From an optimization exercise on the open Yosys and OpenROAD flow, aimed at small area, a short achievable clock period and few clock cycles per item; shortcuts taken in it are not production practice. Function was checked by simulation only, so behaviour that the tests miss may differ from the original.

==> flow/design.v <==
module card_step (
    input  wire         clk,
    input  wire         rst,           
    input  wire         start,
    output wire         ready,
    output reg          done,
    input  wire [23:0]  active,
    input  wire [383:0] iavg,          
    input  wire [3:0]   shift,
    input  wire [7:0]   lim,
    input  wire [23:0]  clr,           
    output wire [215:0] trim,          
    output reg  [23:0]  at_lim
);
    localparam integer K  = 6;                   
    localparam integer G  = 24 / K;              
    localparam integer R  = 6;                   
    localparam integer C1 = (16 + R - 1) / R;    
    localparam integer C2 = (9 + R - 1) / R;     
    localparam integer I1 = C1 * R;
    localparam integer I2 = C2 * R;
    localparam [3:0] S_IDLE = 4'd0, S_P1 = 4'd1, S_PRE1 = 4'd2, S_DIV1 = 4'd3,
                     S_SET1 = 4'd4, S_P2 = 4'd5, S_PRE2 = 4'd6, S_DIV2 = 4'd7,
                     S_SET2 = 4'd8, S_P3 = 4'd9;
    reg [3:0] state;
    reg [4:0] g;                       
    reg signed [8:0]  tr [0:23];
    reg signed [15:0] ir [0:K-1];      
    reg [K-1:0]       ar;              
    reg [3:0]         sh_r;
    reg [7:0]         lim_r;
    reg signed [20:0] acc;             
    reg [4:0]         n_r;
    reg [I1-1:0]      dq;              
    reg [4:0]         drem;
    reg               dneg;
    reg signed [16:0] m_r;
    reg signed [9:0]  mean_r;
    reg signed [10:0] hi_r;            
    reg signed [10:0] lo_r;            
    assign ready = (state == S_IDLE);
    genvar gc;
    generate
        for (gc = 0; gc < 24; gc = gc + 1) begin : g_out
            assign trim[9*gc +: 9] = tr[gc];
        end
    endgenerate
    wire in_pass = (state == S_P1) || (state == S_P2) || (state == S_P3);
    wire last_g  = (g == G - 1);
    wire [4:0] sel = (in_pass && !last_g) ? g + 5'd1 : 5'd0;
    reg signed [9:0]  tp   [0:K-1];    
    reg signed [8:0]  nv   [0:K-1];    
    reg [K-1:0]       lflag;           
    integer j, k;
    reg signed [16:0] u;
    reg signed [16:0] v;
    reg signed [4:0]  d;
    reg signed [10:0] x;
    always @(*) begin
        for (j = 0; j < K; j = j + 1) begin
            u = m_r - ir[j];
            v = u >>> sh_r;
            if (v > 17'sd8)
                d = 5'sd8;
            else if (v < -17'sd8)
                d = -5'sd8;
            else
                d = v[4:0];
            tp[j] = tr[j*G] + d;
            x = tp[j] - mean_r;
            if (tp[j] >= hi_r) begin
                nv[j] = {1'b0, lim_r};
                lflag[j] = 1'b1;
            end else if (tp[j] <= lo_r) begin
                nv[j] = -$signed({1'b0, lim_r});
                lflag[j] = 1'b1;
            end else begin
                nv[j] = x[8:0];
                lflag[j] = 1'b0;
            end
        end
    end
    reg signed [20:0] lsum;
    reg [4:0]         lcnt;
    always @(*) begin
        lsum = 21'sd0;
        lcnt = 5'd0;
        for (j = 0; j < K; j = j + 1) begin
            lcnt = lcnt + {4'd0, ar[j]};
            if (ar[j])
                lsum = lsum + ((state == S_P1) ? ir[j] : tp[j]);
        end
    end
    wire signed [20:0] acc_next = (g == 5'd0 ? 21'sd0 : acc) + lsum;
    wire [20:0] amag = acc[20] ? -acc : acc;
    wire [20:0] aload = amag + {17'd0, n_r[4:1]};
    reg  [4:0]  r_it;
    reg  [I1-1:0] q_it;
    reg  [5:0]  rs;
    always @(*) begin
        r_it = drem;
        q_it = dq;
        for (k = 0; k < R; k = k + 1) begin
            rs   = {r_it, q_it[I1-1]};
            q_it = {q_it[I1-2:0], 1'b0};
            if (rs >= {1'b0, n_r}) begin
                r_it    = rs[4:0] - n_r;
                q_it[0] = 1'b1;
            end else
                r_it = rs[4:0];
        end
    end
    wire signed [16:0] m_next    = dneg ? -$signed({1'b0, dq[15:0]}) : $signed({1'b0, dq[15:0]});
    wire signed [9:0]  mean_next = dneg ? -$signed({1'b0, dq[8:0]})  : $signed({1'b0, dq[8:0]});
    always @(posedge clk) begin
        for (j = 0; j < K; j = j + 1) begin
            ir[j] <= $signed(iavg[16*(j*G + sel) +: 16]);
            ar[j] <= active[j*G + sel];
        end
        if (state == S_IDLE) begin
            sh_r  <= shift;
            lim_r <= lim;
        end
        if (rst) begin
            state  <= S_IDLE;
            done   <= 1'b0;
            g      <= 5'd0;
            at_lim <= 24'd0;
            for (k = 0; k < 24; k = k + 1)
                tr[k] <= 9'sd0;
        end else begin
            done <= 1'b0;
            case (state)
                S_IDLE: begin
                    g <= 5'd0;
                    if (start)
                        state <= S_P1;
                    else
                        for (k = 0; k < 24; k = k + 1)
                            if (clr[k])
                                tr[k] <= 9'sd0;
                end
                S_P1: begin
                    acc <= acc_next;
                    n_r <= (g == 5'd0 ? 5'd0 : n_r) + lcnt;
                    g   <= g + 5'd1;
                    if (last_g)
                        state <= S_PRE1;
                end
                S_PRE1: begin
                    g <= 5'd0;
                    if (n_r < 5'd2) begin
                        at_lim <= 24'd0;
                        done   <= 1'b1;
                        state  <= S_IDLE;
                    end else begin
                        drem  <= aload >> I1;
                        dq    <= aload[I1-1:0];
                        dneg  <= acc[20];
                        state <= S_DIV1;
                    end
                end
                S_DIV1: begin
                    drem <= r_it;
                    dq   <= q_it;
                    g    <= g + 5'd1;
                    if (g == C1 - 1)
                        state <= S_SET1;
                end
                S_SET1: begin
                    m_r   <= m_next;
                    g     <= 5'd0;
                    state <= S_P2;
                end
                S_P2: begin
                    acc <= acc_next;
                    g   <= g + 5'd1;
                    for (k = 0; k < 24; k = k + 1)
                        if (k % G != G - 1)
                            tr[k] <= tr[k + 1];
                        else
                            tr[k] <= tr[k - (G - 1)];
                    if (last_g)
                        state <= S_PRE2;
                end
                S_PRE2: begin
                    g     <= 5'd0;
                    drem  <= aload >> I2;
                    dq    <= aload[I2-1:0] << (I1 - I2);
                    dneg  <= acc[20];
                    state <= S_DIV2;
                end
                S_DIV2: begin
                    drem <= r_it;
                    dq   <= q_it;
                    g    <= g + 5'd1;
                    if (g == C2 - 1)
                        state <= S_SET2;
                end
                S_SET2: begin
                    mean_r <= mean_next;
                    hi_r   <= mean_next + $signed({3'b000, lim_r});
                    lo_r   <= mean_next - $signed({3'b000, lim_r});
                    g      <= 5'd0;
                    state  <= S_P3;
                end
                S_P3: begin
                    g <= g + 5'd1;
                    for (k = 0; k < 24; k = k + 1)
                        if (k % G != G - 1)
                            tr[k] <= tr[k + 1];
                    for (j = 0; j < K; j = j + 1) begin
                        tr[j*G + G - 1] <= ar[j] ? nv[j] : tr[j*G];
                        for (k = 0; k < G - 1; k = k + 1)
                            at_lim[j*G + k] <= at_lim[j*G + k + 1];
                        at_lim[j*G + G - 1] <= ar[j] & lflag[j];
                    end
                    if (last_g) begin
                        done  <= 1'b1;
                        state <= S_IDLE;
                    end
                end
                default: state <= S_IDLE;
            endcase
        end
    end
endmodule
==> flow/run.sh <==
#!/bin/bash
# synth_recipe.tcl (not shown) runs the flow's synth.tcl, then flattens the netlist and writes it again
# the make line also repeats each setting of config.mk as NAME=value (left out here)
make -C /OpenROAD-flow-scripts/flow DESIGN_CONFIG=/design/flow/config.mk WORK_HOME=/design/flow/orfs CLKGATE_MAP_FILE= SYNTH_SCRIPT=/design/flow/synth_recipe.tcl finish
==> flow/config.mk <==
export PLATFORM = sky130hd
export DESIGN_NAME = card_step
export DESIGN_NICKNAME = card_step
export VERILOG_FILES = /design/flow/design.v
export SDC_FILE = /design/flow/constraint.sdc
export NUM_CORES = 4
export LEC_CHECK = 0
export CAP_MARGIN = 20
export CORE_MARGIN = 2
export CORE_UTILIZATION = 30
export SLEW_MARGIN = 20
==> flow/constraint.sdc <==
create_clock -name core_clock -period 40.0 [get_ports {clk}]
set_input_delay 8.0000 -clock core_clock [delete_from_list [all_inputs] [get_ports {clk}]]
set_output_delay 8.0000 -clock core_clock [all_outputs]
set_load 0.01 [all_outputs]
==> flow_summary.yaml <==
outcome:
  outcome: "no timing/DRC/antenna violations"
grt:
  grt-ovfl-total: 0
  grt_pass1_wl_mm: 332
  grt_max_degree: 178
  grt_pass1_vias: 49300
  antenna_found_initial: 8
  grt_usage_pct: 26.1
worst_hold_path:
  hold_depth: 2
  hold_path_startpoint: "at_lim[3]$_SDFFE_PP0P_"
  hp-class: "reg2reg"
synth:
  synth_area_leader_cell: "dfxtp_1"
  syn_avg_cell_area_sq_um: 7.78
  synth.area.top_cells: "dfxtp_1, ha_1, edfxtp_1"
  ys_seq_area_share_pct: 20.8
  synth-xor-area-share_pct: 5.98
  synth-compound-area-share_pct: 28.5
  synth_top_family_by_area: "compound AO/OA/AOI/OAI gates"
  synth_mux_area_share_pct: 7.04
  ys_ff_latch: 461
  synth_top_area_share_pct: 14.2
  synth_edf_count: 109
  synth_cells: 6387
  ys_async_sr_fraction_pct: 0
  synth_fa_ha_area_share_pct: 14.0
  synth_cell_types: 103
  synth-simple-area-share_pct: 18.8
  synth_area_sq_um: 49700
  synth_top_flop_cell: "dfxtp_1"
  yosysWarnings: 5
  synth_nets: 7368
route:
  antenna_left: 0
  first_pass_iters: 7
  drt_first_iter_violations: 5789
  wirelength_mm: 231
  wl_per_cell_um: 25.3
  drc: 0
  num_vias: 53000
  via_per_inst: 5.80
final_layout:
  fin_nets: 7878
  mostFrequentLayoutCell: "clkdlybuf4s50_1"
  layout_common_cells: "clkdlybuf4s50_1, nor2_1, nand2_1, ha_1, a21oi_1"
  area_delta_synth_final_pct: 22.5
  layout-drive-gt1-share_pct: 6.76
  fin_util_pct: 37.0
  fillers: 17100
critical_path:
  cp-startpoint: "m_r[1]$_DFFE_PP_"
  path_max_fanout: 11
  cpPeakStageDelay_ns: 0.75
  path_buf_inv: 4
  required_ns: 40.42
  cpLargestDelayFamily: "compound AO/OA/AOI/OAI gates"
  cp-start-kind: "register"
  cp_slowest_cell: "edfxtp_1"
  reg2reg_from: "m_r[1]$_DFFE_PP_"
  critPathCaptureType: "register"
  crit_type: "reg2reg"
  rr_worst_depth: 64
  cp.arrival_ns: 16.29
  path_depth: 64
sta:
  max-slew-margin-rel_pct: 13.2
  timing.final.crit_share_pct: 39.7
  fmax_mhz: 63.0
  slew_viol_final: 0
  setup_viol: 0
  finalCriticalPeriod_ns: 15.87
  hold_viol_final: 0
  skew_ns: 0.0492
  fin_setup_tns_ns: 0
  worst_pin_slew_ns: 1.29
  rsz0062_at_grt: "false"
floorplan:
  coreArea_sq_um: 165000
  die_h_um: 411
  fp.dieArea_sq_um: 169000
  start_util_pct: 30.2
  dieWidth_um: 411
  num_rows: 149
  io_pins: 689
cts:
  cts_buffers: 53
  clk_latency_ns: 0.69
  cts_tree: "done"
  cts_sinks: 461
  htree_num_levels: 2
  cts_resized: 0
  clk_pin_slew_ns: 0.06
  clk_path_buf_depth: 3
  post-cts-setup-buffer-count: 0
  cts-hold-fix-buffers: 0
  clockRootBuffer: "clkbuf_16"
placed_design:
  io_buffers: 688
  place_hpwl_mm: 188
  gp_congestion: 1.03
flow_run:
  drv_cap: 0
area by class of cell:
cell class                      instances  area (sq um)  area share [%]
Timing Repair Buffer                  788          7660            12.6
Inverter                              315          1180            1.94
Clock inverter                         25           357           0.586
Tap cell                             2189          2740            4.50
Antenna cell                            7          17.5          0.0288
Clock buffer                           73          1550            2.55
Multi-Input combinational cell       5278         37000            60.8
Sequential cell                       461         10300            17.0
through the flow:
stage               setup WS (ns)  hold WS (ns)  std cells  cell area, sq um
finish                      24.13         0.467       9136             60900
global route                22.84         0.493       9131             60800
CTS                         24.34         0.469       9127             60800
detailed placement          24.36         0.461       9029             58900
global placement            24.47         0.454       9029             58900
floorplan                   26.50         0.477       6387             49700
final timing paths:
path | endpoint | slack (ns)
worst max-delay path | acc[20]$_DFFE_PP_ | 24.13
worst min-delay path | at_lim[2]$_SDFFE_PP0P_ | 0.47
worst max register to register | acc[20]$_DFFE_PP_ | 24.13
worst min register to register | at_lim[2]$_SDFFE_PP0P_ | 0.47
metal layers:
| metal | GRT usage [%] | up-vias | wire (um) |
|---|---|---|---|
| li1 | - | 24700 | - |
| met1 | 34.6 | 25200 | 97800 |
| met2 | 40.6 | 2688 | 101000 |
| met3 | 4.76 | 439 | 20700 |
| met4 | 12.6 | 2 | 12400 |
| met5 | 0 | - | 16 |
worst min-delay path: stages (launching register included):
cell and delay, ns:
dfxtp_1 0.32, nand2_1 0.05, a21oi_1 0.05
logic make-up (layout without fill, tap and decap cells):
group / Yosys count / after routing
fa+ha+maj: 534 / 534
buf+inv: 648 / 1201
simple gates: 2009 / 2009
mux: 295 / 295
other cells: 0 / 7
flops: 461 / 461
xor+xnor: 336 / 336
compound gates: 2104 / 2104
sequential cells by signal, indices dropped and copies added, names as in the netlist:
signal / count
acc: 21
ar: 6
at_lim: 24
dneg: 1
done: 1
dq: 18
drem: 5
g: 5
hi_r: 10
ir: 96
lim_r: 8
lo_r: 11
m_r: 17
mean_r: 9
n_r: 5
sh_r: 4
state: 4
tr: 216
synth_stat cells, types with 66 or more instances:
cell / instances
dfxtp_1: 352
a211oi_1: 167
nand3_1: 160
o21ai_0: 378
and2_1: 118
nor2_1: 643
a31oi_1: 72
xor2_1: 104
clkbuf_1: 286
mux2i_1: 120
inv_1: 305
edfxtp_1: 109
xnor2_1: 230
nor2b_1: 72
o22ai_1: 66
ha_1: 497
mux2_2: 146
nor3_1: 127
a21oi_1: 457
o21a_1: 150
a22oi_1: 216
a21o_1: 117
nand2_1: 572
Testbench counts, summed over its fixed seeds: cycles 52,688, items 2,400.

re-timing with driven ports:
How much do the figures lean on ideal ports? The routed layout below was timed once more, with nothing changed but the port constraints.
Step 1, drivers: a clkbuf_16 drives clk and a buf_2 each remaining input, both assumed.
Step 2 adds t to the input delays and takes it off the output delays; t is the mean of the earliest and latest rising clock arrival at the registers after step 1. Input paths then give back, and output paths get back, about the clock's delay inside the block.
Three values: no drivers, after step 1, after step 2; two values: the first two.
t (ns): 0.732
setup slack, ns: 24.133 / 24.133 / 24.133
worst hold slack (ns): 0.467 / 0.467 / 0.467
worst setup path at the end: register to register
worst register clock-pin slew, ns: 0.08 / 0.08
After both steps this run still meets setup and hold. The setup slack of this run moves by 0.000 ns with the drivers and by 0.000 ns with both steps.
